Source: an optimization exercise on an open RTL-to-GDS flow (aim: small area). Production flows keep margins and buffers that such runs may drop.
In this exercise RTL edits were held to simulation tests only and were not proved equivalent to the original.
Power is estimated from default activity; no workload was simulated.

==> flow/design.v <==
module evman_alu_unit (
    input  wire        clk,
    input  wire        rst,
    input  wire [31:0] o,
    input  wire        trig,
    input  wire [4:0]  code,
    input  wire [31:0] t,
    input  wire        sat,
    output reg  [31:0] res,
    output reg         ov
);
    integer i, l;
    wire c_add  = code == 5'h01;
    wire c_sub  = code == 5'h02;
    wire c_and  = code == 5'h03;
    wire c_or   = code == 5'h04;
    wire c_xor  = code == 5'h05;
    wire c_andn = code == 5'h06;
    wire c_pass = code == 5'h07;
    wire c_neg  = code == 5'h08;
    wire c_abs  = code == 5'h09;
    wire c_not  = code == 5'h0A;
    wire c_shl  = code == 5'h0B;
    wire c_shr  = code == 5'h0C;
    wire c_sar  = code == 5'h0D;
    wire c_sls  = code == 5'h0E;
    wire c_rol  = code == 5'h0F;
    wire c_min  = code == 5'h10 || code == 5'h12;
    wire c_max  = code == 5'h11 || code == 5'h13;
    wire c_uns  = code == 5'h12 || code == 5'h13 || code == 5'h18 || code == 5'h19;
    wire c_eq   = code == 5'h14;
    wire c_ne   = code == 5'h15;
    wire c_lt   = code == 5'h16 || code == 5'h18;
    wire c_le   = code == 5'h17 || code == 5'h19;
    wire c_add2 = code == 5'h1A;
    wire c_sub2 = code == 5'h1B;
    wire c_neg2 = code == 5'h1C;
    wire c_clz  = code == 5'h1D;
    wire c_bsw  = code == 5'h1E;
    wire c_ext  = code == 5'h1F;
    wire c_mm    = c_min | c_max;
    wire c_cmp   = c_eq | c_ne | c_lt | c_le;
    wire c_pair  = c_add2 | c_sub2 | c_neg2;
    wire c_ar32  = c_add | c_sub | c_neg | c_abs;
    wire c_arith = c_ar32 | c_pair;
    wire en   = trig & (code != 5'd0);
    wire go   = en & ~rst;
    wire hold = ~en & ~rst;
    wire use_o = ~(c_neg | c_abs | c_neg2 | c_pass | c_not);
    wire cin   = c_sub | c_neg | (c_abs & t[31]) | c_sub2 | c_neg2 | c_mm | c_cmp;
    wire inv   = cin | c_not | c_andn;
    wire [31:0] a = o & {32{use_o}};
    wire [31:0] b = t ^ {32{inv}};
    wire [31:0] p = a ^ b;
    wire [31:0] h = a & b;
    wire [31:0] g = h & {32{~c_xor}};     
    reg [31:0] gg, pp;
    reg        g15;                       
    always @(*) begin
        gg = g;
        pp = p;
        gg[0] = g[0] | (p[0] & cin);
        for (l = 1; l <= 5; l = l + 1) begin
            for (i = 0; i < 32; i = i + 1)
                if (((i + 1) % (1 << l)) == 0) begin
                    gg[i] = gg[i] | (pp[i] & gg[i - (1 << (l - 1))]);
                    pp[i] = pp[i] & pp[i - (1 << (l - 1))];
                end
            if (l == 4) begin
                g15    = gg[15];
                gg[15] = c_pair ? cin : gg[15];
            end
        end
        for (l = 4; l >= 1; l = l - 1)
            for (i = 0; i < 32; i = i + 1)
                if (((i + 1) % (1 << l)) == (1 << (l - 1)) && i >= (1 << l)) begin
                    gg[i] = gg[i] | (pp[i] & gg[i - (1 << (l - 1))]);
                    pp[i] = pp[i] & pp[i - (1 << (l - 1))];
                end
    end
    wire [31:0] c   = {gg[30:0], cin};
    wire        c32 = gg[31];
    wire [31:0] s   = p ^ c;
    wire s32  = p[31] ^ c32;              
    wire ov32 = c32 ^ c[31];
    wire lo17 = p[15] ^ g15;              
    wire ovlo = g15 ^ c[15];
    wire lt = c_uns ? ~c32 : s32;
    wire eq = &p;
    wire cmp_r = (c_eq & eq) | (c_ne & ~eq) | (c_lt & lt) | (c_le & (lt | eq));
    wire sel_o = c_mm & (c_min ? lt : ~lt);
    wire sel_t = c_mm & ~sel_o;
    wire [4:0] k = t[4:0];
    wire [4:0] pe = t[12:8];
    wire t_big = |t[31:5];
    wire c_left = c_shl | c_sls | c_rol;
    wire c_rsh  = c_shr | c_sar;
    wire [4:0] nk = 5'd0 - k;
    wire [4:0] np = 5'd0 - pe;
    wire [4:0] amt = c_left ? k : c_rsh ? nk : c_ext ? np : 5'd0;
    wire [4:0] as = amt & {5{go}};
    wire [4:0] an = ~amt & {5{go}};
    wire [31:0] r0 = ({o[30:0], o[31]} & {32{as[0]}}) | (o & {32{an[0]}});
    wire [31:0] r1 = ({r0[29:0], r0[31:30]} & {32{as[1]}}) | (r0 & {32{an[1]}});
    wire [31:0] r2 = ({r1[27:0], r1[31:28]} & {32{as[2]}}) | (r1 & {32{an[2]}});
    wire [31:0] r3 = ({r2[23:0], r2[31:24]} & {32{as[3]}}) | (r2 & {32{an[3]}});
    wire [31:0] rot = ({r3[15:0], r3[31:16]} & {32{as[4]}}) | (r3 & {32{an[4]}});
    wire [5:0] kp = {1'b0, k} + {1'b0, pe};
    wire ext_full = t[5] | kp[5];
    reg [4:0] xl;
    always @(*) begin
        xl = 5'd0;
        if (c_shl | c_sls)  xl = k;
        if (c_rsh & ~t_big) xl = nk;
        if (c_ext)          xl = ext_full ? np : k;
    end
    reg [31:0] lt_x;
    always @(*)
        for (i = 0; i < 32; i = i + 1)
            lt_x[i] = i < xl;
    wire [30:0] xo = o[30:0] ^ {31{o[31]}};
    reg  [30:0] top;
    always @(*)
        for (i = 0; i < 31; i = i + 1)
            top[i] = lt_x[30 - i];
    wire mis = |(xo & top);
    wire nz  = |o;
    wire sls_ov = c_sls & (mis | (t_big & nz));
    wire f_sls = sat & sls_ov;
    wire x5 = ((c_shl | c_sls) & t_big) | f_sls | (c_rsh & ~t_big & (k == 5'd0)) |
              (c_ext & ext_full & (pe == 5'd0)) | c_or | sel_o;
    wire minv = c_left;
    wire [31:0] mask = ({32{x5}} | lt_x) ^ {32{minv}};
    wire fill = c_sar & o[31] & go;
    wire [31:0] sh = (rot & mask) | ({32{fill}} & ~mask);
    reg [5:0] clz_r;
    always @(*) begin
        clz_r = 6'd32;
        for (i = 0; i < 32; i = i + 1)
            if (t[i]) clz_r = 6'd31 - i[5:0];
    end
    wire f_hi = sat & ((c_arith & ov32) | sls_ov);
    wire f_lo = sat & (c_pair ? ovlo : ((c_ar32 & ov32) | sls_ov));
    wire sgn  = c_sls ? o[31] : s32;
    wire sv31 = sgn;
    wire sv16 = ~sgn;                                    
    wire sv15 = c_pair ? lo17 : ~sgn;
    wire sv0  = c_pair ? ~lo17 : ~sgn;                   
    wire [31:0] satv = {f_hi & sv31, {15{f_hi & sv16}}, f_lo & sv15, {15{f_lo & sv0}}} & {32{go}};
    wire kS_hi = go & (c_arith | c_xor | c_pass | c_not) & ~f_hi;
    wire kS_lo = go & (c_arith | c_xor | c_pass | c_not) & ~f_lo;
    wire kH = go & (c_and | c_andn);
    wire kT = go & (c_or | sel_t);
    wire kB = go & c_bsw;
    wire [31:0] bsw = {t[7:0], t[15:8], t[23:16], t[31:24]};
    wire [31:0] r = (s & {{16{kS_hi}}, {16{kS_lo}}}) | (h & {32{kH}}) | sh |
                    (t & {32{kT}}) | (bsw & {32{kB}}) | (res & {32{hold}}) | satv |
                    {26'd0, clz_r & {6{go & c_clz}}} | {31'd0, go & cmp_r};
    wire r_ov = go & ((c_ar32 & ov32) | (c_pair & (ov32 | ovlo)) | sls_ov);
    always @(posedge clk) begin
        res <= r;
        ov  <= r_ov;
    end
endmodule
module evman_alu (
    input  wire        clk,
    input  wire        rst,
    input  wire [63:0] alu_o,
    input  wire [1:0]  trig,
    input  wire [9:0]  code,
    input  wire [63:0] t,
    input  wire [1:0]  sat,
    output wire [63:0] res,
    output wire [1:0]  ov
);
    genvar n;
    generate
        for (n = 0; n < 2; n = n + 1) begin : alu
            evman_alu_unit u_alu (
                .clk  (clk),
                .rst  (rst),
                .o    (alu_o[32*n +: 32]),
                .trig (trig[n]),
                .code (code[5*n +: 5]),
                .t    (t[32*n +: 32]),
                .sat  (sat[n]),
                .res  (res[32*n +: 32]),
                .ov   (ov[n])
            );
        end
    endgenerate
endmodule
==> flow/run.sh <==
#!/bin/bash
# synth_recipe.tcl (not shown) runs the flow's synth.tcl, then flattens the netlist and writes it again
# the make line also repeats each setting of config.mk as NAME=value (left out here)
make -C /OpenROAD-flow-scripts/flow DESIGN_CONFIG=/design/flow/config.mk WORK_HOME=/design/flow/orfs CLKGATE_MAP_FILE= SYNTH_SCRIPT=/design/flow/synth_recipe.tcl finish
==> flow/config.mk <==
export PLATFORM = sky130hd
export DESIGN_NAME = evman_alu
export DESIGN_NICKNAME = evman_alu
export VERILOG_FILES = /design/flow/design.v
export SDC_FILE = /design/flow/constraint.sdc
export NUM_CORES = 4
export LEC_CHECK = 0
export CAP_MARGIN = 20
export CORE_MARGIN = 2
export CORE_UTILIZATION = 40
export PLACE_DENSITY = 0.6
export SLEW_MARGIN = 20
==> flow/constraint.sdc <==
create_clock -name core_clock -period 8.0 [get_ports {clk}]
set_input_delay 1.6000 -clock core_clock [delete_from_list [all_inputs] [get_ports {clk}]]
set_output_delay 1.6000 -clock core_clock [all_outputs]
set_load 0.01 [all_outputs]
==> impl_metrics.toml, run 1 <==
[outcome]
status = "complete, no violations"

[clocking]
cts_buffer_depth = 2
cts_sinks = 66
clkTransAtPathRegs_ns = 0.07
htreeDepth = 3
numCtsBuffers = 9
cts_tree = "done"
cts_resized = 0
post_cts_buffers = 0
cts_root_buf = "clkbuf_16"
clock_latency_ns = 0.36
hold_buffers = 0

[floorplanning]
num_rows = 76
die_area_um2 = 45800
ios = 210
core_area_um2 = 43300
dieHeight_um = 214
die_x_um = 214
initial_utilization = 0.407

[worst_setup_path]
crit_path_top_delay_cell = "clkdlybuf4s50_1"
startpoint_type = "input pin"
critPathKind = "in -> reg"
cpPeakStageDelay_ns = 0.72
critPathBufInv = 4
worstPathArrival_ns = 7.84
cp.required_ns = 8.25
cpMostUsedCell = "ha_1"
setup.worst_path.start = "code[4]"
crit_path_end_kind = "register"
path_delay_family = "compound AO/OA/AOI/OAI gates"
critPathMaxFanout = 32
timing.rr.start = "alu[0].u_alu.res[10]"

[hold_path]
hold_class = "reg -> reg"
hp-start = "alu[1].u_alu.res[23]"

[global_route]
grt_first_pass_wirelength_mm = 145
use_met2 = 0.689
grt_util_all_layers = 0.419
antenna_found_initial = 4
grt_busiest_layer = "met2"
grt_max_degree = 43
met1_usage = 0.455
globalRouteMet3Util = 0.0902
overflow = 0
grt_pass1_vias = 21537

[synthesis]
syn_nets = 2746
synthArstFlopShare = 0
yosys_warnings = 1
ys_seq_elements = 66
ys_seq_area_frac = 0.0749
synth_cell_type_count = 103
ys.flop_type = "dfxtp_1"
postSynthAreaPerCell_um2 = 7.11
syn_area_um2 = 17600
synth_edf_count = 0
syn_inst = 2480

[drt]
via_per_inst = 6.96
drc_errors = 0
drtIter0Drc = 2984
post_drt_wl_per_cell_um = 31.0
dr.pass1.iters = 10
vias = 22583
routed_wirelength_mm = 101
ant_nets = 0

[placement]
placed_area_um2 = 21000
dp_hpwl_mm = 76.7
gp_congestion = 1.05
numPortBuffers = 209
placedCellCount = 3224

[final_layout]
synthToLayoutAreaGrowth_pct = 20.5
multiInputGateArea_um2 = 15300
fin_cells = 3244
finalNetCount = 2916
fin_area_um2 = 21200
drive_gt1_frac = 0.102
seqCellArea_um2 = 1320
n_fill_cell = 4357

[pwr]
leakagePower_nw = 8.35
power_density_nw_per_um2 = 125
peakVddDrop_uv = 108

[timing]
hold_viol = 0
maxSlewHeadroom = 0.193
setup_tns_ns = 0
fmax_ghz = 0.132
fin_crit_sh = 0.948
drv_slew = 0
setup_violations = 0
worstMarginPinSlew_ns = 1.18
period_minus_slack_ns = 7.59
skew_ns = 0
rsz0062_at_grt = "false"

[flow_run]
maxCapViolations = 0
[worst paths after layout]
kind / endpoint / slack (ns) / depth (start not counted)
setup / recovery: alu[0].u_alu.res[0] / 0.41 / 28
hold / removal: alu[1].u_alu.res[23] / 0.63 / 3
setup reg to reg: alu[0].u_alu.res[10] / 6.10 / 4
hold reg to reg: alu[1].u_alu.res[23] / 0.63 / 3
[tightest hold or removal path: stages, from the launching register on]
cell,delay [ns]
dfxtp_1,0.33
a222oi_1,0.08
nand3b_1,0.09
a211o_1,0.10
[cell families after synthesis]
family,count (synthesis),synth area share
buffers and inverters,272,0.0652
flip-flops,66,0.0749
AO/OA/AOI/OAI,803,0.334
multiplexers,185,0.106
AND/OR/NAND/NOR,854,0.244
adder cells (fa/ha/maj),122,0.0866
XOR/XNOR,178,0.0896
[registers in the layout, indices dropped and copies added (netlist names)]
signal and flops:
alu.u_alu.ov 2, alu.u_alu.res 64
[per-stage QoR]
stage	power, mW	setup WS (ns)	util	hold slack, ns
after global routing	2.77	0.101	0.491	0.665
after floorplan	1.46	0.511	-	0.612
final	2.66	0.413	0.491	0.629
after global placement	2.18	0.235	0.484	0.610
after detailed placement	2.19	0.171	0.484	0.615
after CTS	2.59	0.510	0.491	0.633
[synth_stat cells, drive strengths merged (62+ instances only)]
cell type	number	share of area
a211oi	74	0.033
a21oi	164	0.048
a222oi	67	0.038
and2	76	0.027
buf	78	0.024
clkbuf	138	0.029
dfxtp	66	0.075
ha	122	0.087
mux2i	175	0.099
nand2	294	0.063
nand3	72	0.020
nor2	142	0.031
nor3	62	0.019
o21ai	99	0.029
xnor2	149	0.074
[power by group]
| part | internal [mW] | total [mW] | switching [mW] |
|---|---|---|---|
| registers | 0.386 | 0.478 | 0.0925 |
| clock network | 0.213 | 0.406 | 0.194 |
| logic | 0.748 | 1.77 | 1.03 |
| total | 1.35 | 2.66 | 1.31 |
[cell type report]
type / instances / area share
diodes: 4 / 0.000471
multi-input cells: 2142 / 0.720
clock inverters: 7 / 0.00253
clock buffers: 9 / 0.0106
inverters: 56 / 0.00989
repair buffers: 375 / 0.160
well taps: 585 / 0.0344
flip-flops and latches: 66 / 0.0622
[layer usage]
layer | wire length (um) | up-vias | share of wire
li1 | - | 9878 | -
met1 | 34900 | 10561 | 0.35
met2 | 45500 | 1657 | 0.45
met3 | 9520 | 483 | 0.095
met4 | 10500 | 4 | 0.10
met5 | 27 | - | 0.00027
[cells in the final DEF, fill, tap and decap left out, types with 14 or more instances in the layout]
cell type	netlist	routed
a211o_1	15	14
o22ai_1	23	23
nand4_1	42	42
a31oi_1	28	28
or3_1	16	16
a21oi_1	159	156
a222oi_1	67	67
ha_1	122	122
nand3_1	72	72
xor2_1	28	28
a21o_1	25	25
o211ai_1	54	54
and2_1	76	76
a211oi_1	70	67
nor3_1	58	56
a22o_1	34	34
dfxtp_1	66	66
nor4_1	35	31
nor2_1	139	135
clkdlybuf4s50_1	0	207
nand2b_1	14	14
inv_1	54	54
and4_1	15	15
mux2i_1	175	174
nand2_1	294	294
xnor2_1	148	148
a22oi_1	44	44
and3_1	19	19
o21ai_0	93	91
buf_4	8	160
o22a_1	31	31
o31ai_1	16	16
==> run 2, diff against run 1 <==
--- a/flow/design.v
+++ b/flow/design.v
@@ -54,29 +54,28 @@
     wire [31:0] p = a ^ b;
     wire [31:0] h = a & b;
     wire [31:0] g = h & {32{~c_xor}};     
-    reg [31:0] gg, pp;
+    reg [31:0] gg, pp, gn, pn;
     reg        g15;                       
     always @(*) begin
         gg = g;
         pp = p;
         gg[0] = g[0] | (p[0] & cin);
-        for (l = 1; l <= 5; l = l + 1) begin
+        g15 = 1'b0;
+        for (l = 0; l < 5; l = l + 1) begin
+            gn = gg;
+            pn = pp;
             for (i = 0; i < 32; i = i + 1)
-                if (((i + 1) % (1 << l)) == 0) begin
-                    gg[i] = gg[i] | (pp[i] & gg[i - (1 << (l - 1))]);
-                    pp[i] = pp[i] & pp[i - (1 << (l - 1))];
+                if ((i >> l) & 1) begin
+                    gn[i] = gg[i] | (pp[i] & gg[((i >> l) << l) - 1]);
+                    pn[i] = pp[i] & pp[((i >> l) << l) - 1];
                 end
-            if (l == 4) begin
+            gg = gn;
+            pp = pn;
+            if (l == 3) begin
                 g15    = gg[15];
                 gg[15] = c_pair ? cin : gg[15];
             end
         end
-        for (l = 4; l >= 1; l = l - 1)
-            for (i = 0; i < 32; i = i + 1)
-                if (((i + 1) % (1 << l)) == (1 << (l - 1)) && i >= (1 << l)) begin
-                    gg[i] = gg[i] | (pp[i] & gg[i - (1 << (l - 1))]);
-                    pp[i] = pp[i] & pp[i - (1 << (l - 1))];
-                end
     end
     wire [31:0] c   = {gg[30:0], cin};
     wire        c32 = gg[31];
@@ -98,8 +97,10 @@
     wire [4:0] nk = 5'd0 - k;
     wire [4:0] np = 5'd0 - pe;
     wire [4:0] amt = c_left ? k : c_rsh ? nk : c_ext ? np : 5'd0;
-    wire [4:0] as = amt & {5{go}};
-    wire [4:0] an = ~amt & {5{go}};
+    wire f_sls;
+    wire go4 = go & ~f_sls;
+    wire [4:0] as = amt & {go4, go, go, go, go};
+    wire [4:0] an = ~amt & {go4, go, go, go, go};
     wire [31:0] r0 = ({o[30:0], o[31]} & {32{as[0]}}) | (o & {32{an[0]}});
     wire [31:0] r1 = ({r0[29:0], r0[31:30]} & {32{as[1]}}) | (r0 & {32{an[1]}});
     wire [31:0] r2 = ({r1[27:0], r1[31:28]} & {32{as[2]}}) | (r1 & {32{an[2]}});
@@ -118,27 +119,48 @@
     always @(*)
         for (i = 0; i < 32; i = i + 1)
             lt_x[i] = i < xl;
-    wire [30:0] xo = o[30:0] ^ {31{o[31]}};
     reg  [30:0] top;
     always @(*)
         for (i = 0; i < 31; i = i + 1)
             top[i] = lt_x[30 - i];
-    wire mis = |(xo & top);
+    wire mis = o[31] ? ~&(o[30:0] | ~top) : |(o[30:0] & top);
     wire nz  = |o;
     wire sls_ov = c_sls & (mis | (t_big & nz));
-    wire f_sls = sat & sls_ov;
-    wire x5 = ((c_shl | c_sls) & t_big) | f_sls | (c_rsh & ~t_big & (k == 5'd0)) |
+    assign f_sls = sat & sls_ov;
+    wire x5 = ((c_shl | c_sls) & t_big) | (c_rsh & ~t_big & (k == 5'd0)) |
               (c_ext & ext_full & (pe == 5'd0)) | c_or | sel_o;
     wire minv = c_left;
     wire [31:0] mask = ({32{x5}} | lt_x) ^ {32{minv}};
     wire fill = c_sar & o[31] & go;
     wire [31:0] sh = (rot & mask) | ({32{fill}} & ~mask);
-    reg [5:0] clz_r;
-    always @(*) begin
-        clz_r = 6'd32;
-        for (i = 0; i < 32; i = i + 1)
-            if (t[i]) clz_r = 6'd31 - i[5:0];
-    end
+    wire [15:0] z1, c1;
+    wire [7:0]  z2;
+    wire [15:0] c2;
+    wire [3:0]  z3;
+    wire [11:0] c3;
+    wire [1:0]  z4;
+    wire [7:0]  c4;
+    genvar j;
+    generate
+        for (j = 0; j < 16; j = j + 1) begin : cz1
+            assign z1[j] = ~(t[2*j+1] | t[2*j]);
+            assign c1[j] = ~t[2*j+1];
+        end
+        for (j = 0; j < 8; j = j + 1) begin : cz2
+            assign z2[j] = z1[2*j+1] & z1[2*j];
+            assign c2[2*j+1:2*j] = z1[2*j+1] ? {1'b1, c1[2*j]} : {1'b0, c1[2*j+1]};
+        end
+        for (j = 0; j < 4; j = j + 1) begin : cz3
+            assign z3[j] = z2[2*j+1] & z2[2*j];
+            assign c3[3*j+2:3*j] = z2[2*j+1] ? {1'b1, c2[4*j+1:4*j]} : {1'b0, c2[4*j+3:4*j+2]};
+        end
+        for (j = 0; j < 2; j = j + 1) begin : cz4
+            assign z4[j] = z3[2*j+1] & z3[2*j];
+            assign c4[4*j+3:4*j] = z3[2*j+1] ? {1'b1, c3[6*j+2:6*j]} : {1'b0, c3[6*j+5:6*j+3]};
+        end
+    endgenerate
+    wire [4:0] c5 = z4[1] ? {1'b1, c4[3:0]} : {1'b0, c4[7:4]};
+    wire [5:0] clz_r = (z4[1] & z4[0]) ? 6'd32 : {1'b0, c5};
     wire f_hi = sat & ((c_arith & ov32) | sls_ov);
     wire f_lo = sat & (c_pair ? ovlo : ((c_ar32 & ov32) | sls_ov));
     wire sgn  = c_sls ? o[31] : s32;
==> flow/flow/run.sh (new file) <==
#!/bin/bash
# Own layout flow: the standard synthesis, its combinational logic re-mapped for area by
# Yosys/ABC (remap.tcl, registers untouched), then the standard ORFS layout with the
# smallest buffer cell on the ports. Each step's output goes to its own log here.
set -euo pipefail
W=$PWD
RES=$W/orfs/results/$FLOW_PLATFORM/evman_alu/base
python3 flow/filter_lib.py "$FLOW_HOME/platforms/$FLOW_PLATFORM/lib/sky130_fd_sc_hd__tt_025C_1v80.lib" \
    "$W/remap.lib" "sky130_fd_sc_hd__probe_p_8 sky130_fd_sc_hd__probec_p_8 sky130_fd_sc_hd__lpflow_*" \
    > filter_lib.log 2>&1
bash standard.sh synth > synth.log 2>&1
cp $RES/1_2_yosys.v $W/standard_synth.v
printf 'set_driving_cell sky130_fd_sc_hd__buf_1\nset_load 5\n' > $W/remap.constr
REMAP_LIB=$W/remap.lib REMAP_IN=$W/standard_synth.v REMAP_TOP=$FLOW_TOP REMAP_ABC=$W/flow/remap.abc \
    REMAP_CONSTR=$W/remap.constr REMAP_OUT=$W/remapped.v \
    yosys -c flow/remap.tcl > remap.log 2>&1
cp $W/remapped.v $RES/1_2_yosys.v
bash standard.sh synth > synth_odb.log 2>&1
bash standard.sh "BUFFER_PORTS_ARGS=-buffer_cell sky130_fd_sc_hd__buf_1" GPL_KEEP_OVERFLOW=0 finish > layout.log 2>&1
==> flow/flow/filter_lib.py (new file) <==
#!/usr/bin/env python3
"""Copy a liberty file without the cells whose names match the given glob patterns
(the platform's don't-use list), so ABC inside OpenROAD's restructure cannot pick them."""
import fnmatch, re, sys

src, dst, pats = sys.argv[1], sys.argv[2], sys.argv[3].split()
text = open(src).read()
out = []
pos = 0
for m in re.finditer(r'\n(\s*)cell\s*\(\s*"?([\w$]+)"?\s*\)\s*\{', text):
    if m.start() < pos:
        continue
    name = m.group(2)
    if not any(fnmatch.fnmatch(name, p) for p in pats):
        continue
    # find the matching closing brace
    depth, i = 0, m.end() - 1
    while True:
        c = text[i]
        if c == '{':
            depth += 1
        elif c == '}':
            depth -= 1
            if depth == 0:
                break
        i += 1
    out.append(text[pos:m.start()])
    pos = i + 1
out.append(text[pos:])
open(dst, 'w').write(''.join(out))
==> flow/flow/remap.abc (new file) <==
strash
dch -f
amap
strash
dch -f
amap
strash
dch -f
amap
topo
stime -p
upsize -D 5000
dnsize -D 5000
==> flow/flow/remap.tcl (new file) <==
# Yosys: re-map the combinational logic of the standard synthesis for area. The flip-flops
# (and so the register names and cell types) are kept as they are; every other cell is
# expanded into its library function and mapped again by ABC with remap.abc.
yosys read_liberty -ignore_miss_func $::env(REMAP_LIB)
yosys read_verilog $::env(REMAP_IN)
yosys hierarchy -top $::env(REMAP_TOP)
yosys setattr -mod -set keep_hierarchy 1 sky130_fd_sc_hd__df* sky130_fd_sc_hd__edf* sky130_fd_sc_hd__sdf* sky130_fd_sc_hd__dl*
yosys flatten
yosys opt_clean
yosys abc -liberty $::env(REMAP_LIB) -script $::env(REMAP_ABC) -constr $::env(REMAP_CONSTR)
yosys opt_clean -purge
yosys hilomap -singleton -hicell sky130_fd_sc_hd__conb_1 HI -locell sky130_fd_sc_hd__conb_1 LO
yosys splitnets
yosys opt_clean -purge
yosys delete sky130_fd_sc_hd__*
yosys read_liberty -lib $::env(REMAP_LIB)
yosys stat -liberty $::env(REMAP_LIB)
yosys write_verilog -noattr -nohex -nodec $::env(REMAP_OUT)
==> flow/standard.sh (new file) <==
#!/bin/bash
# synth_recipe.tcl (not shown) runs the flow's synth.tcl, then flattens the netlist and writes it again
# the make line also repeats each setting of config.mk as NAME=value (left out here)
make -C /OpenROAD-flow-scripts/flow DESIGN_CONFIG=/design/flow/config.mk WORK_HOME=/design/flow/orfs CLKGATE_MAP_FILE= SYNTH_SCRIPT=/design/flow/synth_recipe.tcl "${@:-finish}"
==> flow/config.mk (replaced) <==
export PLATFORM = sky130hd
export DESIGN_NAME = evman_alu
export DESIGN_NICKNAME = evman_alu
export VERILOG_FILES = /design/flow/design.v
export SDC_FILE = /design/flow/constraint.sdc
export NUM_CORES = 4
export LEC_CHECK = 0
export CAP_MARGIN = 10
export CORE_MARGIN = 2
export CORE_UTILIZATION = 45
export CTS_BUF_LIST = sky130_fd_sc_hd__clkbuf_4
export GPL_TIMING_DRIVEN = 1
export MIN_ROUTING_LAYER = met2
export PLACE_DENSITY = 0.7
export SLEW_MARGIN = 10
removed: flow/run.sh
==> impl_metrics.toml, run 2 <==
[placement]
dp_hpwl_mm = 73.9
numPortBuffers = 209
placedCellCount = 3099
placed_area_um2 = 16100
gp_congestion = 1.40

[clocking]
htreeDepth = 3
numCtsBuffers = 9
cts_root_buf = "clkbuf_4"
cts_buffer_depth = 2
hold_buffers = 0

[global_route]
overflow = 465
grt_util_all_layers = 0.912
grt_max_degree = 37
grt_pass1_vias = 34680
grt_first_pass_wirelength_mm = 155

[synthesis]
syn_inst = 2461
syn_area_um2 = 14400
yosys_warnings = 1
postSynthAreaPerCell_um2 = 5.83
syn_nets = 2605

[outcome]
status = "did not finish"
error = "[ERROR GRT-0116] Global routing finished with congestion. Check the congestion regions in the DRC Viewer."
lastStage = "global routing (5_1_grt)"

[floorplanning]
die_x_um = 183
initial_utilization = 0.456
num_rows = 65
ios = 210
dieHeight_um = 183
run 2: how the worst max path moves through the flow:
stage,from,endpoint,slack (ns)
after floorplan,code[8],alu[1].u_alu.res[28],1.19
after global placement,t[36],alu[1].u_alu.res[1],-1.87
after detailed placement,code[0],alu[0].u_alu.res[4],-1.28
after CTS,code[3],alu[0].u_alu.res[4],0.01
run 2: layer usage:
metal,global-route usage,GRT overflow
met4,0.803,59
met3,0.986,287
met5,0.825,39
met1,-,-
met2,0.915,80
run 2: what timing repair did:
action / in CTS
gates cloned: 2
gates resized for setup: 19
buffers inserted: 10
pin swaps: 6
endpoints found under the hold margin: 0
endpoints found under the setup margin: 40
run 2: power groups by stage:
stage / sequential [mW] / clock, mW / combinational [mW]
4_1_cts: 0.443 / 0.208 / 1.27
3_5_place_dp: 0.450 / 0 / 1.25
3_3_place_gp: 0.450 / 0 / 1.22
2_1_floorplan: 0.444 / 0 / 0.762
run 2: metrics by stage:
| stage | total power, mW | hold slack (ns) | worst slack, ns | utilization |
|---|---|---|---|---|
| 2_1_floorplan | 1.21 | 0.531 | 1.19 | - |
| 3_3_place_gp | 1.67 | 0.557 | -1.87 | 0.497 |
| 3_5_place_dp | 1.70 | 0.534 | -1.28 | 0.511 |
| 4_1_cts | 1.92 | 0.567 | 0.0123 | 0.519 |
==> run 3, diff against run 2 <==
--- a/flow/design.v
+++ b/flow/design.v
@@ -53,7 +53,7 @@
     wire [31:0] b = t ^ {32{inv}};
     wire [31:0] p = a ^ b;
     wire [31:0] h = a & b;
-    wire [31:0] g = h & {32{~c_xor}};     
+    wire [31:0] g = h & {32{~(c_xor | c_or)}};     
     reg [31:0] gg, pp, gn, pn;
     reg        g15;                       
     always @(*) begin
@@ -128,7 +128,7 @@
     wire sls_ov = c_sls & (mis | (t_big & nz));
     assign f_sls = sat & sls_ov;
     wire x5 = ((c_shl | c_sls) & t_big) | (c_rsh & ~t_big & (k == 5'd0)) |
-              (c_ext & ext_full & (pe == 5'd0)) | c_or | sel_o;
+              (c_ext & ext_full & (pe == 5'd0)) | sel_o;
     wire minv = c_left;
     wire [31:0] mask = ({32{x5}} | lt_x) ^ {32{minv}};
     wire fill = c_sar & o[31] & go;
@@ -169,10 +169,10 @@
     wire sv15 = c_pair ? lo17 : ~sgn;
     wire sv0  = c_pair ? ~lo17 : ~sgn;                   
     wire [31:0] satv = {f_hi & sv31, {15{f_hi & sv16}}, f_lo & sv15, {15{f_lo & sv0}}} & {32{go}};
-    wire kS_hi = go & (c_arith | c_xor | c_pass | c_not) & ~f_hi;
-    wire kS_lo = go & (c_arith | c_xor | c_pass | c_not) & ~f_lo;
-    wire kH = go & (c_and | c_andn);
-    wire kT = go & (c_or | sel_t);
+    wire kS_hi = go & (c_arith | c_xor | c_or | c_pass | c_not) & ~f_hi;
+    wire kS_lo = go & (c_arith | c_xor | c_or | c_pass | c_not) & ~f_lo;
+    wire kH = go & (c_and | c_andn | c_or);
+    wire kT = go & sel_t;
     wire kB = go & c_bsw;
     wire [31:0] bsw = {t[7:0], t[15:8], t[23:16], t[31:24]};
     wire [31:0] r = (s & {{16{kS_hi}}, {16{kS_lo}}}) | (h & {32{kH}}) | sh |
==> flow/config.mk (replaced) <==
export PLATFORM = sky130hd
export DESIGN_NAME = evman_alu
export DESIGN_NICKNAME = evman_alu
export VERILOG_FILES = /design/flow/design.v
export SDC_FILE = /design/flow/constraint.sdc
export NUM_CORES = 4
export LEC_CHECK = 0
export CAP_MARGIN = 10
export CORE_MARGIN = 2
export CORE_UTILIZATION = 42
export GPL_TIMING_DRIVEN = 1
export PLACE_DENSITY = 0.65
export SETUP_SLACK_MARGIN = 0.5
export SLEW_MARGIN = 10
==> impl_metrics.toml, run 3 <==
[outcome]
status = "complete, no violations"

[drt]
drtIter0Drc = 3867
post_drt_wl_per_cell_um = 30.3
drc_errors = 0
via_per_inst = 7.50
routed_wirelength_mm = 96.4
vias = 23890
ant_nets = 0
dr.pass1.iters = 9

[final_layout]
synthToLayoutAreaGrowth_pct = 21.0
final_cell_mix = "nor2_1, o22ai_1, nand2_1, o21ai_0, clkinv_1"
utilization = 0.516
drive_gt1_frac = 0.105
reg_top3 = "alu.u_alu.res: 64 flops, alu.u_alu.ov: 2 flops"
finalNetCount = 2874
fin_area_um2 = 17300
top_register = "alu.u_alu.res"
final_common_cell = "nor2_1"
largest_register_ffs = 64
fin_cells = 3184

[floorplanning]
core_area_um2 = 33500
num_rows = 67
die_area_um2 = 35500
ios = 210
die_x_um = 188
initial_utilization = 0.426
dieHeight_um = 188

[timing]
fin_ws_ns = 0.467
hold_viol = 0
fin_crit_sh = 0.942
fmax_ghz = 0.133
drv_slew = 0
period_minus_slack_ns = 7.53
worstMarginPinSlew_ns = 1.20
timing.hold.ws_ns = 0.512
maxSlewHeadroom = 0.197
setup_violations = 0
skew_ns = 0
rsz0062_at_grt = "true"

[clocking]
cts_root_buf = "clkbuf_16"
clock_latency_ns = 0.37
hold_buffers = 0
htreeDepth = 3
cts_sinks = 66
numCtsBuffers = 9
clkTransAtPathRegs_ns = 0.07
cts_tree = "done"
cts_buffer_depth = 2

[hold_path]
min_path_cells = 2
hp-start = "alu[1].u_alu.res[7]"
hold_class = "reg -> reg"

[pwr]
power_density_nw_per_um2 = 129
leakagePower_nw = 5.35
peakVddDrop_uv = 109

[synthesis]
syn_nets = 2592
syn_inst = 2448
yosys_warnings = 1
postSynthAreaPerCell_um2 = 5.84
syn_area_um2 = 14300

[global_route]
grt_pass1_vias = 21397
antenna_found_initial = 4
grt_first_pass_wirelength_mm = 138
grt_util_all_layers = 0.516
grt_max_degree = 37
overflow = 0

[worst_setup_path]
crit_path_end_kind = "register"
critPathKind = "in -> reg"
worstPathArrival_ns = 7.85
critPathMaxFanout = 22
startpoint_type = "input pin"
r2r_setup_slack_ns = 5.86
timing.rr.start = "alu[0].u_alu.res[2]"
cp.required_ns = 8.31
setup.worst_path.start = "t[43]"
r2r_cells = 4

[placement]
placed_area_um2 = 16000
pre_cts_ws_ns = -1.96
gp_congestion = 1.19
dp_hpwl_mm = 72.6
placedCellCount = 3124
numPortBuffers = 209

[flow_run]
maxCapViolations = 0
## run 3: timing repair
item	4_1_cts	5_1_grt
resized for setup	67	114
setup endpoints to repair	65	64
setup buffers	13	27
cloned	1	1
endpoints found under the hold margin	0	0
pin swaps	10	20
## run 3: layout make-up
| cell class | count | area [um2] |
|---|---|---|
| Tap cell | 448 | 561 |
| Multi-Input combinational cell | 2119 | 12600 |
| Inverter | 265 | 1100 |
| Sequential cell | 66 | 1320 |
| Fill cell | 3573 | 16200 |
| Timing Repair Buffer | 269 | 1420 |
| Clock inverter | 7 | 68.8 |
| Clock buffer | 9 | 225 |
| Antenna cell | 1 | 2.50 |
## run 3: through the flow
stage | TNS [ns] | total power [mW]
2_1_floorplan | 0 | 1.16
3_3_place_gp | -111.39 | 1.60
3_5_place_dp | -66.86 | 1.62
4_1_cts | 0 | 2.07
5_1_grt | 0 | 2.29
6_report | 0 | 2.22
## run 3: path summary, 6_finish.rpt
kind / to
max: alu[1].u_alu.res[7]
min: alu[1].u_alu.res[7]
max reg2reg: alu[0].u_alu.res[2]
min reg2reg: alu[1].u_alu.res[7]
## run 3: per-layer routing
layer | vias to the layer above | track usage | wire (um)
met4 | 2 | 0.465 | 11800
li1 | 10154 | - | -
met3 | 738 | 0.153 | 12900
met2 | 2348 | 0.802 | 40300
met5 | - | 0.00137 | 17
met1 | 10648 | 0.570 | 31300
## run 3: report_power, final
group / switching (mW) / internal [mW]
Sequential: 0.0573 / 0.380
Clock: 0.199 / 0.241
Combinational: 0.951 / 0.394
Total: 1.21 / 1.02
## run 3: worst max-delay path, stage by stage
cell,delay [ns]
buf_1,0.31
clkinv_2,0.26
a222oi_1,0.38
nor3_1,0.12
a21oi_2,0.24
clkinv_1,0.21
a21oi_4,0.28
nor2_1,0.11
a221oi_4,0.18
buf_4,0.22
buf_4,0.15
nor2_1,0.07
nor2_1,0.28
clkinv_1,0.18
a21oi_1,0.18
nor3_1,0.07
a211oi_1,0.33
o211ai_1,0.19
a211oi_1,0.26
o211a_1,0.34
nor2_1,0.07
nor2b_1,0.16
nand2_2,0.36
clkinv_4,0.31
nor4_1,0.65
a221oi_1,0.16
nand3_1,0.13
==> run 4, diff against run 3 <==
--- a/flow/config.mk
+++ b/flow/config.mk
@@ -10,5 +10,5 @@
 export CORE_UTILIZATION = 42
 export GPL_TIMING_DRIVEN = 1
 export PLACE_DENSITY = 0.65
-export SETUP_SLACK_MARGIN = 0.5
+export SETUP_SLACK_MARGIN = 0.35
 export SLEW_MARGIN = 10
==> impl_metrics.toml, run 4 <==
[outcome]
status = "complete, no violations"

[final_layout]
finalNetCount = 2868
final_common_cell = "nor2_1"
multiInputGateArea_um2 = 12400
drive_gt1_frac = 0.0949
n_fill_cell = 3594
final_cell_mix = "nor2_1, o22ai_1, nand2_1, o21ai_0, clkinv_1"
fin_area_um2 = 17100
reg_top3 = "alu.u_alu.res: 64 flops, alu.u_alu.ov: 2 flops"
synthToLayoutAreaGrowth_pct = 19.7
seqCellArea_um2 = 1320
top_register = "alu.u_alu.res"
largest_register_ffs = 64

[drt]
drc_errors = 0
routed_wirelength_mm = 95.8
vias = 23766
post_drt_wl_per_cell_um = 30.1
ant_nets = 0
drtIter0Drc = 3920
dr.pass1.iters = 19
via_per_inst = 7.47

[floorplanning]
dieHeight_um = 188
initial_utilization = 0.426
ios = 210
die_x_um = 188
num_rows = 67
die_area_um2 = 35500
core_area_um2 = 33500

[placement]
dp_hpwl_mm = 72.6
placed_area_um2 = 16000
gp_congestion = 1.19
numPortBuffers = 209

[timing]
fmax_ghz = 0.130
hold_viol = 0
maxSlewHeadroom = 0.210
setup_violations = 0
period_minus_slack_ns = 7.71
worstMarginPinSlew_ns = 1.18
drv_slew = 0
fin_crit_sh = 0.964
timing.hold.ws_ns = 0.514
skew_ns = 0
rsz0062_at_grt = "true"

[synthesis]
syn_nets = 2592
syn_area_um2 = 14300
yosys_warnings = 1
syn_inst = 2448
postSynthAreaPerCell_um2 = 5.84

[flow_run]
maxCapViolations = 0

[clocking]
clkTransAtPathRegs_ns = 0.07
cts_buffer_depth = 2
cts_sinks = 66
cts_root_buf = "clkbuf_16"
cts_tree = "done"
htreeDepth = 3
hold_buffers = 0
clock_latency_ns = 0.37
numCtsBuffers = 9

[global_route]
grt_first_pass_wirelength_mm = 139
grt_max_degree = 37
grt_util_all_layers = 0.518
antenna_found_initial = 2
overflow = 0
grt_pass1_vias = 21368

[pwr]
peakVddDrop_uv = 107
power_density_nw_per_um2 = 129
leakagePower_nw = 5.28

[worst_setup_path]
critPathMaxFanout = 7
startpoint_type = "input pin"
crit_path_end_kind = "register"
cpMostUsedCell = "nor2_1"
cpPeakStageDelay_ns = 0.43
critPathKind = "in -> reg"
timing.rr.start = "alu[0].u_alu.res[2]"
worstPathArrival_ns = 7.95
setup.worst_path.start = "t[41]"
crit_path_top_delay_cell = "a2111oi_0"
cp.required_ns = 8.24

[hold_path]
hold_class = "reg -> reg"
hp-start = "alu[1].u_alu.res[7]"
-- run 4: final cells by class --
type	count	share of cell area
Antenna cell	3	0.000439
Clock buffer	9	0.0132
Clock inverter	7	0.00402
Inverter	265	0.0630
Multi-Input combinational cell	2118	0.728
Sequential cell	66	0.0772
Tap cell	448	0.0328
Timing Repair Buffer	264	0.0816
-- run 4: what timing repair did --
item                                    CTS  global route
pin swaps                                 8            15
cloned                                    1             0
gates resized for setup                  52            89
setup buffers                            10            25
endpoints found under the setup margin   65            64
-- run 4: path summary, 6_finish.rpt --
path,endpoint,depth (start not counted),slack (ns)
setup / recovery,alu[1].u_alu.res[0],31,0.29
hold / removal,alu[1].u_alu.res[7],2,0.51
setup reg to reg,alu[0].u_alu.res[2],4,5.80
hold reg to reg,alu[1].u_alu.res[7],2,0.51
-- run 4: layer usage --
layer	GRT usage	wire, um
met3	0.165	13200
met5	0	0
met2	0.801	39700
met1	0.567	31200
met4	0.470	11700
-- run 4: worst max-delay path, delay by kind of cell --
family,cells,cell delay (ns)
AO/OA/AOI/OAI,11,2.95
AND/OR/NAND/NOR,16,2.40
buffers and inverters,4,0.98
-- run 4: where the power goes --
part	total [mW]	leakage, nW	switching (mW)	internal [mW]
Sequential	0.438	0.543	0.0573	0.380
Clock	0.438	0.142	0.197	0.241
Combinational	1.33	4.59	0.941	0.388
-- run 4: stage by stage --
stage / worst slack (ns) / TNS, ns / power (mW) / std cells / utilization
after detailed placement: -1.96 / -66.86 / 1.62 / 3124 / 0.477
after floorplan: 1.34 / 0 / 1.16 / 2448 / -
final: 0.288 / 0 / 2.20 / 3180 / 0.510
after global routing: 0.276 / 0 / 2.28 / 3177 / 0.510
after global placement: -2.72 / -111.39 / 1.60 / 3105 / 0.466
after CTS: 0.353 / 0 / 2.07 / 3151 / 0.494
==> run 5, diff against run 4 <==
--- a/flow/config.mk
+++ b/flow/config.mk
@@ -10,5 +10,5 @@
 export CORE_UTILIZATION = 42
 export GPL_TIMING_DRIVEN = 1
 export PLACE_DENSITY = 0.65
-export SETUP_SLACK_MARGIN = 0.35
+export SETUP_SLACK_MARGIN = 0.25
 export SLEW_MARGIN = 10
==> impl_metrics.toml, run 5 <==
[timing]
worstMarginPinSlew_ns = 1.26
rsz0062_at_grt = "true"
period_minus_slack_ns = 7.81
setup_violations = 0
fin_ws_ns = 0.194
hold_viol = 0
setup_tns_ns = 0
skew_ns = 0
timing.hold.ws_ns = 0.516
fin_crit_sh = 0.976
fmax_ghz = 0.128
drv_slew = 0
maxSlewHeadroom = 0.153

[clocking]
numCtsBuffers = 9
cts_root_buf = "clkbuf_16"
cts_sinks = 66
clkTransAtPathRegs_ns = 0.07
cts_tree = "done"
clock_latency_ns = 0.37
cts_buffer_depth = 2
htreeDepth = 3

[pwr]
peakVddDrop_uv = 107
leakagePower_nw = 5.22
power_density_nw_per_um2 = 129
p_total_mw = 2.19

[drt]
post_drt_wl_per_cell_um = 30.1
ant_nets = 0
dr.pass1.iters = 7
drtIter0Drc = 3873
vias = 23542
routed_wirelength_mm = 95.2
drc_errors = 0
via_per_inst = 7.43

[global_route]
grt_first_pass_wirelength_mm = 138
grt_util_all_layers = 0.516
grt_busiest_layer = "met2"
globalRouteMet3Util = 0.164
grt_pass1_vias = 21425
antenna_found_initial = 5
overflow = 0
use_met2 = 0.790
met1_usage = 0.561
grt_max_degree = 37

[hold_path]
hold_class = "reg -> reg"
min_path_cells = 2
hp-start = "alu[1].u_alu.res[7]"
min_to = "alu[1].u_alu.res[7]"

[synthesis]
syn_nets = 2592
syn_area_um2 = 14300
yosys_warnings = 1
postSynthAreaPerCell_um2 = 5.84
syn_inst = 2448

[worst_setup_path]
cpMostUsedCell = "inv_2"
timing.rr.start = "alu[0].u_alu.res[2]"
crit_path_top_delay_cell = "a222oi_1"
worstPathArrival_ns = 8.00
critPathBufInv = 8
cpPeakStageDelay_ns = 0.70
crit_path_end_kind = "register"
timing.rr.end = "alu[0].u_alu.res[2]"
cp.required_ns = 8.20
critPathKind = "in -> reg"
path_delay_family = "compound AO/OA/AOI/OAI gates"
critPathMaxFanout = 15
startpoint_type = "input pin"
r2r_setup_slack_ns = 5.85
r2r_cells = 4

[floorplanning]
die_area_um2 = 35500
dieHeight_um = 188
num_rows = 67
die_x_um = 188
core_area_um2 = 33500
initial_utilization = 0.426
ios = 210

[placement]
numPortBuffers = 209
pre_cts_ws_ns = -1.96
gp_congestion = 1.19
dp_hpwl_mm = 72.6

[final_layout]
seqCellArea_um2 = 1320
reg_top3 = "alu.u_alu.res: 64 flops, alu.u_alu.ov: 2 flops"
final_common_cell = "nor2_1"
utilization = 0.507
synthToLayoutAreaGrowth_pct = 18.9
finalNetCount = 2856
drive_gt1_frac = 0.0876
top_register = "alu.u_alu.res"
largest_register_ffs = 64
multiInputGateArea_um2 = 12400
n_fill_cell = 3608
final_cell_mix = "nor2_1, o22ai_1, nand2_1, o21ai_0, clkinv_1"

[outcome]
status = "complete, no violations"

[flow_run]
maxCapViolations = 0
-- run 5: changes by cell type in the layout (fill, tap and decap cells not counted), sizes merged --
cell / change
clkinv: -1
inv: +1
buf: -13
diode: -1
clkbuf: +1
-- run 5: how the worst max path moves through the flow --
stage / start / to / slack, ns / depth (start not counted)
floorplan: t[10] / alu[0].u_alu.res[9] / 1.34 / 26
detailed placement: t[35] / alu[1].u_alu.res[31] / -1.96 / 23
finish: t[9] / alu[0].u_alu.res[5] / 0.19 / 29
global route: t[1] / alu[0].u_alu.res[9] / 0.16 / 29
CTS: code[4] / alu[0].u_alu.res[20] / 0.25 / 25
global placement: code[4] / alu[0].u_alu.res[0] / -2.72 / 11
-- run 5: cell type report --
class | count | share of cell area
tap | 448 | 0.0330
sequential | 66 | 0.0778
timing repair buffer | 252 | 0.0768
clock buffer | 9 | 0.0133
inverter | 265 | 0.0633
clock inverter | 7 | 0.00405
antenna | 2 | 0.000295
multi-input combinational | 2118 | 0.732
-- run 5: per-stage QoR --
stage / cells / instance area, um2
finish: 3167 / 17000
global placement: 3105 / 15600
floorplan: 2448 / 14300
detailed placement: 3124 / 16000
global route: 3165 / 17000
CTS: 3147 / 16500
-- run 5: metal layers --
metal | vias up | wire length [um]
met5 | - | 48
met4 | 6 | 12100
met3 | 732 | 12700
met2 | 2232 | 39500
met1 | 10466 | 30900
li1 | 10106 | -
-- run 5: what timing repair did --
| item | CTS | global route |
|---|---|---|
| hold buffers | 0 | 0 |
| resized for setup | 43 | 87 |
| cloned | 1 | 0 |
| pin swaps | 5 | 14 |
| buffers inserted | 6 | 17 |
| endpoints found under the setup margin | 64 | 64 |
-- run 5: power by group --
group          leakage (nW)  switching [mW]  internal, mW  total (mW)
logic                  4.54           0.936         0.381        1.32
clock network         0.142           0.199         0.241       0.441
registers             0.543          0.0564         0.380       0.437
-- run 5: worst reg2reg max path, cell delays in order (launching register included) --
cell and delay, ns:
dfxtp_1 0.34, a2111oi_0 0.52, o221ai_1 0.36, a2111oi_2 0.50, o21ai_1 0.25

static timing again, ports no longer ideal:
In the flow no input, the clock included, has a driving cell. The finished layouts below were timed again as built, in two steps.
Step 1 assumes that a clkbuf_16 drives the clock port and a buf_2 every other input.
Step 2 times the ports against the registers' clock, not the clock port: input delays grow and output delays shrink by t, the midpoint of the rising clock arrivals with the driver on.
a / b / c = ideal ports / drivers / drivers and shift; a / b = the first two.
run	t (ns)	setup slack, ns	hold slack, ns	worst data-port slew with drivers (ns)	pins driven straight from the clock port
run 1	0.402	0.413 / 0.438 / 0.036	0.629 / 0.629 / 0.629	0.06	1
run 3	0.417	0.467 / 0.489 / 0.072	0.512 / 0.512 / 0.512	0.06	1
run 4	0.415	0.288 / 0.301 / -0.114	0.514 / 0.514 / 0.514	0.05	1
run 5	0.413	0.194 / 0.213 / -0.200	0.516 / 0.516 / 0.516	0.06	1
Met with ideal ports but missed after step 2: setup timing in run 4 and run 5. For run 4, which loses most, drivers alone change the setup slack by +0.013 ns; drivers and shift together by -0.402 ns.
